This is an optimization exercise on Yosys and OpenROAD, whose aim is small area, a short achievable clock period and few clock cycles per item, not a production implementation.
Function was checked by simulation only, so behaviour that the tests miss may differ from the original.

==> inputs of run A <==
## q31_law
module q31_law (
    input  wire        clk,
    input  wire        rst,           
    input  wire        cfg_we,
    input  wire [4:0]  cfg_addr,
    input  wire [31:0] cfg_value,
    input  wire [4:0]  cfg_shift,
    input  wire        clr,
    input  wire        start,
    input  wire [31:0] sp,
    input  wire [31:0] fb,
    input  wire [31:0] ff,
    output wire        ready,
    output reg         done,
    output reg  [31:0] u
);
    function [31:0] sat50;
        input [49:0] x;
        begin
            if (x[49:31] == {19{1'b0}} || x[49:31] == {19{1'b1}})
                sat50 = x[31:0];
            else
                sat50 = x[49] ? 32'h8000_0000 : 32'h7fff_ffff;
        end
    endfunction
    function [31:0] sat33;
        input [32:0] x;
        begin
            if (x[32] == x[31])
                sat33 = x[31:0];
            else
                sat33 = x[32] ? 32'h8000_0000 : 32'h7fff_ffff;
        end
    endfunction
    function [49:0] sx32;
        input [31:0] x;
        begin
            sx32 = {{18{x[31]}}, x};
        end
    endfunction
    reg [31:0] coef_val   [0:15];    
    reg [15:0] coef_ok;
    reg [4:0]  coef_shift [0:15];
    reg [1:0]  law_struct;
    reg [1:0]  law_secs;
    wire [1:0] last_sec = (law_secs == 2'd0) ? 2'd0 : law_secs - 2'd1;
    wire [3:0]  lim_idx = (law_struct == 2'd1) ? 4'd3 : (law_struct == 2'd3) ? 4'd0 : 4'd2;
    wire [31:0] lim = coef_ok[lim_idx] ? coef_val[lim_idx] : 32'd0;
    reg  [31:0] lhi_r, llo_r;
    reg         lhi_lt, llo_gt;       
    always @(posedge clk) begin
        lhi_r  <= lim[31] ? 32'h7fff_ffff : lim;
        llo_r  <= lim[31] ? 32'h8000_0000 : -lim;
        lhi_lt <= (lim < 32'h7fff_ffff);
        llo_gt <= (lim < 32'h8000_0000);
    end
    wire [49:0] lhi = sx32(lhi_r);
    wire [49:0] llo = sx32(llo_r);
    function [31:0] clampf;
        input [49:0] z;
        input [49:0] hi;
        input [49:0] lo;
        begin
            if ($signed(z) > $signed(hi))
                clampf = hi[31:0];
            else if ($signed(z) < $signed(lo))
  ...
==> flow/config.mk <==
export PLATFORM = sky130hd
export DESIGN_NAME = q31_law
export DESIGN_NICKNAME = q31_law
export VERILOG_FILES = /design/flow/design.v
export SDC_FILE = /design/flow/constraint.sdc
export NUM_CORES = 4
export LEC_CHECK = 0
export CAP_MARGIN = 20
export CORE_MARGIN = 2
export CORE_UTILIZATION = 30
export PLACE_DENSITY = 0.5
export SLEW_MARGIN = 20
==> flow/constraint.sdc <==
create_clock -name core_clock -period 25.0 [get_ports {clk}]
set_input_delay 5.0000 -clock core_clock [delete_from_list [all_inputs] [get_ports {clk}]]
set_output_delay 5.0000 -clock core_clock [all_outputs]
set_load 0.01 [all_outputs]
run.sh (not shown) runs the stock make flow with config.mk's settings and CLKGATE_MAP_FILE= SYNTH_SCRIPT=/design/flow/synth_recipe.tcl, a recipe that flattens the netlist after the stock synthesis.
==> run Z (differences from run A) <==
--- a/flow/design.v
+++ b/flow/design.v
@@ -70,25 +70,23 @@
         end
     endfunction
     wire law0 = (law_struct == 2'd0);
     wire law1 = (law_struct == 2'd1);
     wire law2 = (law_struct == 2'd2);
     wire law3 = (law_struct == 2'd3);
     reg [31:0] S [0:7];           
     reg        nv;                
-    reg        nv_old;            
     reg        busy;              
     reg [3:0]  j;                 
     reg [1:0]  m;                 
     reg [2:0]  k;                 
     reg        pend;              
     reg        fin;               
     reg        fin2;              
-    reg        fin3;              
     reg        e2_v;              
     reg        e2_pend;
     reg        e2_fin;
     reg [31:0] sp_n, fb_n, ff_n;  
     reg [31:0] e_r, sp_r, ff_r;   
     reg [49:0] acc, acc2, acc3;
     reg [31:0] cr;                
     reg [4:0]  kr;                
@@ -103,34 +101,24 @@
     assign ready = !nv;
     wire [15:0] prod_hi = ph_a + ph_b + {15'd0, pc};
     wire signed [48:0] qsh = $signed({prod_hi, pl}) >>> kr2;
     wire [49:0] tq  = {{2{qsh[48]}}, qsh[48:1]};
     wire        trb = qsh[0];
     wire [31:0] i_cl  = clampf(acc3, lhi, llo);
     wire [31:0] i_now = pend ? i_cl : S[0];
     reg  [49:0] ipf;
-    reg  [32:0] negd;             
-    always @(posedge clk)
-        negd <= -{S[1][31], S[1]};
-    wire        i_hi   = $signed(acc3) > $signed(lhi);
-    wire        i_lo   = $signed(acc3) < $signed(llo);
-    wire [32:0] ipf_s0 = {S[0][31], S[0]} + {ff_r[31], ff_r};
-    wire [32:0] ipf_ac = {acc3[31], acc3[31:0]} + {ff_r[31], ff_r};
-    wire [32:0] ipf_hi = {lhi_r[31], lhi_r} + {ff_r[31], ff_r};
-    wire [32:0] ipf_lo = {llo_r[31], llo_r} + {ff_r[31], ff_r};
-    wire [32:0] ipf_n  = !pend ? ipf_s0 : i_hi ? ipf_hi : i_lo ? ipf_lo : ipf_ac;
     reg [49:0] t_add;
     always @* begin
         case (e2_add)
             3'd0:    t_add = 50'd0;
             3'd1:    t_add = acc;
             3'd2:    t_add = ipf;
             3'd3:    t_add = sx32(S[0]);
-            3'd4:    t_add = {{17{negd[32]}}, negd};
+            3'd4:    t_add = -sx32(S[1]);
             3'd5:    t_add = sx32(S[1]);
             default: t_add = acc3;
         endcase
     end
     wire [49:0] t_tq = e2_neg ? ~tq : tq;
     wire [50:0] t_s2 = {t_add, 1'b1} + {t_tq, e2_neg ^ trb};
     wire [49:0] tsum = t_s2[50:1];
     wire [31:0] pv    = sat50(acc);
@@ -140,30 +128,28 @@
     reg  [31:0] pv_r;
     reg         phi_r, plo_r;
     wire [32:0] r_dh  = {lhi_r[31], lhi_r} - {pv_r[31], pv_r};
     wire [32:0] r_dl  = {llo_r[31], llo_r} - {pv_r[31], pv_r};
     wire [31:0] paw   = phi_r ? sat33(r_dh) : plo_r ? sat33(r_dl) : 32'd0;
     wire        skip  = !(p_hi || p_lo);           
     wire [31:0] dn    = sat50(acc2);
     wire [31:0] by    = sat50(acc);
-    wire [31:0] by_s  = S[{last_sec, 1'b0} + 3'd2];                     
-    wire [31:0] bv    = sat33({by_s[31], by_s} + {acc2[31], acc2[31:0]});   
+    wire [31:0] bv    = sat33({by[31], by} + {acc2[31], acc2[31:0]});    
     wire [31:0] bu    = clampf(acc2, lhi, llo);                         
-    wire [3:0] prep_j = law0 ? 4'd2 : law1 ? 4'd6 : 4'd4;
+    wire [3:0] prep_j = law0 ? 4'd2 : law1 ? 4'd7 : 4'd4;
     wire       prep   = busy && !law3 && (j == prep_j);
     wire last = law3 ? (m == last_sec && k == 3'd4)
                      : (j == prep_j + 4'd3 || (prep && skip));
-    wire take = nv && nv_old && (!busy || last);
+    wire take = nv && (!busy || last);
     wire [3:0] nj = j + 4'd1;
     wire [1:0] nm = (k == 3'd4) ? m + 2'd1 : m;
     wire [2:0] nk = (k == 3'd4) ? 3'd0 : k + 3'd1;
     wire       nbusy = take || (busy && !last);
     wire [31:0] e_n = sat33({sp_n[31], sp_n} - {fb_n[31], fb_n});
-    reg  [31:0] e_pre, de_pre;    
     reg [3:0]  lidx;
     reg [31:0] lx;
     always @* begin
         lidx = 4'd0;
         lx   = 32'd0;
         begin
             if (law3) begin
                 case (nk)
@@ -178,111 +164,106 @@
             end else if (law0) begin
                 case (nj)
                     4'd1:    begin lidx = 4'd1; lx = e_r; end
                     4'd4:    begin lidx = 4'd3; lx = paw; end
                     default: ;
                 endcase
             end else if (law1) begin
                 case (nj)
-                    4'd1:    begin lidx = 4'd0; lx = e_r; end
+                    4'd1:    begin lidx = 4'd2; lx = sat33({e_r[31], e_r} - {S[2][31], S[2]}); end
                     4'd2:    begin lidx = 4'd1; lx = e_r; end
-                    4'd3:    begin lidx = 4'd5; lx = dn; end
-                    4'd8:    begin lidx = 4'd4; lx = paw; end
+                    4'd4:    begin lidx = 4'd5; lx = dn; end
+                    4'd9:    begin lidx = 4'd4; lx = paw; end
                     default: ;
                 endcase
             end else begin
                 case (nj)
                     4'd1:    begin lidx = 4'd4; lx = sp_r; end
                     4'd2:    begin lidx = 4'd5; lx = sat33({sp_r[31], sp_r} - {S[3][31], S[3]}); end
                     4'd3:    begin lidx = 4'd1; lx = e_r; end
                     4'd6:    begin lidx = 4'd3; lx = paw; end
                     default: ;
                 endcase
             end
         end
     end
-    wire [3:0]  ci_n = take ? ((law3 || law1) ? 4'd2 : 4'd0) : lidx;
-    wire [31:0] cr_n = (take ? ((law3 || law1) ? coef_val[2]  : coef_val[0])  : coef_val[lidx]) &
+    wire [3:0]  ci_n = take ? (law3 ? 4'd2 : 4'd0) : lidx;
+    wire [31:0] cr_n = (take ? (law3 ? coef_val[2]  : coef_val[0])  : coef_val[lidx]) &
                        {32{coef_ok[ci_n]}};
-    wire [4:0]  ks_n = take ? ((law3 || law1) ? coef_shift[2] : coef_shift[0]) : coef_shift[lidx];
-    wire [31:0] de_n = sat33({e_n[31], e_n} - {S[2][31], S[2]});
-    wire [31:0] x_n  = take ? (law3 ? S[0] : law1 ? de_pre : e_pre) : lx;
+    wire [4:0]  ks_n = take ? (law3 ? coef_shift[2] : coef_shift[0]) : coef_shift[lidx];
+    wire [31:0] x_n  = take ? (law3 ? S[0] : e_n) : lx;
     wire [32:0] x_b  = {x_n, 1'b0};
     reg        iv;
     reg [1:0]  i_dst;
     reg [2:0]  i_add;
     reg        i_neg, i_pend, i_fin;
     always @* begin
         iv = 1'b0; i_dst = 2'd0; i_add = 3'd0; i_neg = 1'b0; i_pend = 1'b0; i_fin = 1'b0;
         if (busy) begin
             if (law3) begin
                 iv    = 1'b1;
                 i_add = (k == 3'd0) ? 3'd0 : 3'd1;
                 i_neg = (k == 3'd2) || (k == 3'd3);
                 i_fin = (m == last_sec && k == 3'd4);
-            end else if (law1) begin
-                case (j)
-                    4'd0: begin iv = 1'b1; i_dst = 2'd1; i_add = 3'd4; end
-                    4'd1: begin iv = 1'b1; i_dst = 2'd0; i_add = 3'd2; end
-                    4'd2: begin iv = 1'b1; i_dst = 2'd2; i_add = 3'd3; end
-                    4'd3: begin iv = 1'b1; i_dst = 2'd1; i_add = 3'd5; end
-                    4'd8: begin iv = 1'b1; i_dst = 2'd2; i_add = 3'd6; i_pend = 1'b1; end
-                    default: ;
-                endcase
             end else if (j == 4'd0) begin
                 iv = 1'b1; i_dst = 2'd0; i_add = 3'd2;
             end else if (law0) begin
                 case (j)
                     4'd1: begin iv = 1'b1; i_dst = 2'd2; i_add = 3'd3; end
                     4'd4: begin iv = 1'b1; i_dst = 2'd2; i_add = 3'd6; i_pend = 1'b1; end
                     default: ;
                 endcase
+            end else if (law1) begin
+                case (j)
+                    4'd1: begin iv = 1'b1; i_dst = 2'd1; i_add = 3'd4; end
+                    4'd2: begin iv = 1'b1; i_dst = 2'd2; i_add = 3'd3; end
+                    4'd4: begin iv = 1'b1; i_dst = 2'd1; i_add = 3'd5; end
+                    4'd9: begin iv = 1'b1; i_dst = 2'd2; i_add = 3'd6; i_pend = 1'b1; end
+                    default: ;
+                endcase
             end else begin
                 case (j)
                     4'd1: begin iv = 1'b1; i_dst = 2'd0; i_add = 3'd1; end
                     4'd2: begin iv = 1'b1; i_dst = 2'd0; i_add = 3'd1; end
                     4'd3: begin iv = 1'b1; i_dst = 2'd2; i_add = 3'd3; end
                     4'd6: begin iv = 1'b1; i_dst = 2'd2; i_add = 3'd6; i_pend = 1'b1; end
                     default: ;
                 endcase
             end
         end
     end
     wire [1:0] fs = last_sec;
     integer n;
     always @(posedge clk) begin
         if (rst) begin
             nv      <= 1'b0;
-            nv_old  <= 1'b0;
             busy    <= 1'b0;
             j       <= 4'd0;
             m       <= 2'd0;
             k       <= 3'd0;
             pend    <= 1'b0;
             fin     <= 1'b0;
             fin2    <= 1'b0;
-            fin3    <= 1'b0;
             done    <= 1'b0;
             e2_v    <= 1'b0;
             e2_pend <= 1'b0;
             e2_fin  <= 1'b0;
             law_struct <= 2'd0;
             law_secs   <= 2'd0;
             coef_ok <= 16'd0;
             for (n = 0; n < 16; n = n + 1)
                 coef_shift[n] <= 5'd0;
             for (n = 0; n < 8; n = n + 1)
                 S[n] <= 32'd0;
         end else begin
             if (start && !nv)
                 nv <= 1'b1;
             else if (take)
                 nv <= 1'b0;
-            nv_old <= nv && !take;
             busy    <= nbusy;
             j       <= take ? 4'd0 : nj;
             m       <= take ? 2'd0 : nm;
             k       <= take ? 3'd0 : nk;
             e2_v    <= iv;
             e2_pend <= iv && i_pend;
             e2_fin  <= iv && i_fin;
             if (cfg_we) begin
@@ -290,42 +271,41 @@
                     coef_ok[cfg_addr[3:0]]    <= 1'b1;
                     coef_shift[cfg_addr[3:0]] <= cfg_shift;
                 end else if (cfg_addr == 5'd16) begin
                     law_struct <= cfg_value[1:0];
                     law_secs   <= cfg_value[3:2];
                 end
             end
             pend <= (e2_v && e2_pend) || (prep && skip);
-            done <= (e2_v && e2_pend) || (prep && skip) || fin3;
+            done <= (e2_v && e2_pend) || (prep && skip) || fin2;
             if (pend)
                 S[0] <= i_cl;
             fin  <= e2_v && e2_fin;
             fin2 <= fin;
-            fin3 <= fin2;
             if (fin) begin
                 S[{fs, 1'b0} + 3'd2] <= by;
                 S[{fs, 1'b0} + 3'd3] <= S[{fs, 1'b0} + 3'd2];
             end
             if (busy) begin
                 if (law3) begin
                     if (k == 3'd1) begin
                         if (m == 2'd0) begin
                             S[0] <= e_r;
                             S[1] <= S[0];
                         end else begin
                             S[{m, 1'b0}]        <= by;
                             S[{m, 1'b0} + 3'd1] <= S[{m, 1'b0}];
                         end
                     end
                 end else begin
-                    if (law1 && j == 4'd5)
+                    if (law1 && j == 4'd6) begin
                         S[1] <= dn;
-                    if (law1 && j == 4'd0)
                         S[2] <= e_r;
+                    end
                     if (law2 && j == 4'd4)
                         S[3] <= sp_r;
                 end
             end
             if (clr) begin
                 pend <= 1'b0;
                 for (n = 0; n < 8; n = n + 1)
                     S[n] <= 32'd0;
@@ -339,20 +319,18 @@
     always @(posedge clk) begin
         if (cfg_we && cfg_addr[4] == 1'b0)
             coef_val[cfg_addr[3:0]] <= cfg_value;
         if (!nv) begin
             sp_n <= sp;
             fb_n <= fb;
             ff_n <= ff;
         end
-        e_pre  <= e_n;
-        de_pre <= de_n;
         if (take) begin
-            e_r  <= e_pre;
+            e_r  <= e_n;
             sp_r <= sp_n;
             ff_r <= ff_n;
         end
         cr     <= cr_n;
         kr     <= 5'd15 - ks_n;
         for (q = 0; q < 16; q = q + 1) begin
             b_one[q] <= x_b[2*q+1] ^ x_b[2*q];
             b_two[q] <= (x_b[2*q+2] & ~x_b[2*q+1] & ~x_b[2*q]) |
@@ -369,31 +347,31 @@
         e2_neg <= i_neg;
         if (e2_v) begin
             case (e2_dst)
                 2'd0:    acc  <= tsum;
                 2'd1:    acc2 <= tsum;
                 default: acc3 <= tsum;
             endcase
         end
-        if (busy && law1 && j == 4'd5)
+        if (busy && law1 && j == 4'd6)
             acc <= acc + sx32(dn);
-        if (busy && law3 && m == 2'd0 && k == 3'd3)
+        if (busy && law3 && m == 2'd0 && k == 3'd2)
             acc2 <= sx32(ff_r);
-        if (fin2)
+        if (fin)
             acc2 <= sx32(bv);
         if (prep) begin
             u     <= pu;
             pv_r  <= pv;
             phi_r <= p_hi;
             plo_r <= p_lo;
         end
         if (busy && !law3 && j == 4'd0)
-            ipf <= {{17{ipf_n[32]}}, ipf_n};
-        if (fin3)
+            ipf <= sx32(i_now) + sx32(ff_r);
+        if (fin2)
             u <= bu;
     end
 endmodule
 module q31_mul_tree (
     input  wire [31:0] a,
     input  wire [15:0] one,    
     input  wire [15:0] two,    
     input  wire [15:0] neg,    
- CORE_UTILIZATION: 30 -> 55
- PLACE_DENSITY: 0.5 -> 0.68
==> qor summary <==
Result of the run: run A finished clean; run Z finished clean
Met3 layer wire length in the routed design: run A 42250 um; run Z 78660 um
Final standard cell utilization of the core: run A 33.79%; run Z 60.37%
Mapped Area: run A 123400 um2; run Z 123000 um2
Number of fillers in the final layout: run A 41520; run Z 18600
Smallest hold slack: run A 0.3266 ns; run Z 0.3270 ns
Worst setup slack for register-to-register paths: run A 15.20 ns; run Z 15.16 ns
Clock Network Area Fraction: run A 4.605%; run Z 4.414%
Pin count of the biggest net entering global routing: run A 207; run Z 139
Sequential area share after synthesis: run A 37.25%; run Z 35.75%
Met1 usage: run A 31.04%; run Z 58.81%
Worst Max-Slew Pin Slew: run A 1.284 ns; run Z 1.361 ns
Global-route met3 utilization: run A 4.615%; run Z 17.98%
Register cell area after layout: run A 46020 um2; run Z 44010 um2
Met2 wire len: run A 242900 um; run Z 222800 um
Layout clock buffer count: run A 243; run Z 231
Starting DRT DRC Count: run A 11730; run Z 18140
Signal buffers share of area: run A 3.173%; run Z 3.163%
Total of flip-flops plus latches after synthesis: run A 1651; run Z 1552
Testbench counts of run A, summed over its fixed seeds: cycles 27,239, steps 4,096.
Testbench counts of run Z, summed over its fixed seeds: cycles 27,777, steps 4,096.

re-timing with driven ports:
The results above use ideal ports. As a check the final layouts listed here were re-extracted and re-timed, cells and wires unchanged. Step 1 sets driving cells, clkbuf_16 on the clock port and buf_2 on the other inputs (assumed; they add their load-dependent delay and slew). Step 2, shift: input delay + t, output delay - t, t = (earliest + latest rising clock arrival at the registers) / 2. This alone moves slack from input paths to output paths. Three values: ideal, step 1, step 2; two values: the first two.
run	shift t [ns]	setup slack, ns	worst hold slack (ns)	worst data-port slew with drivers (ns)
run A	1.000	15.195 / 15.195 / 15.195	0.327 / 0.327 / 0.327	0.31
run Z	0.966	15.158 / 15.158 / 15.158	0.327 / 0.327 / 0.327	0.17
After both steps every run listed still meets setup and hold.
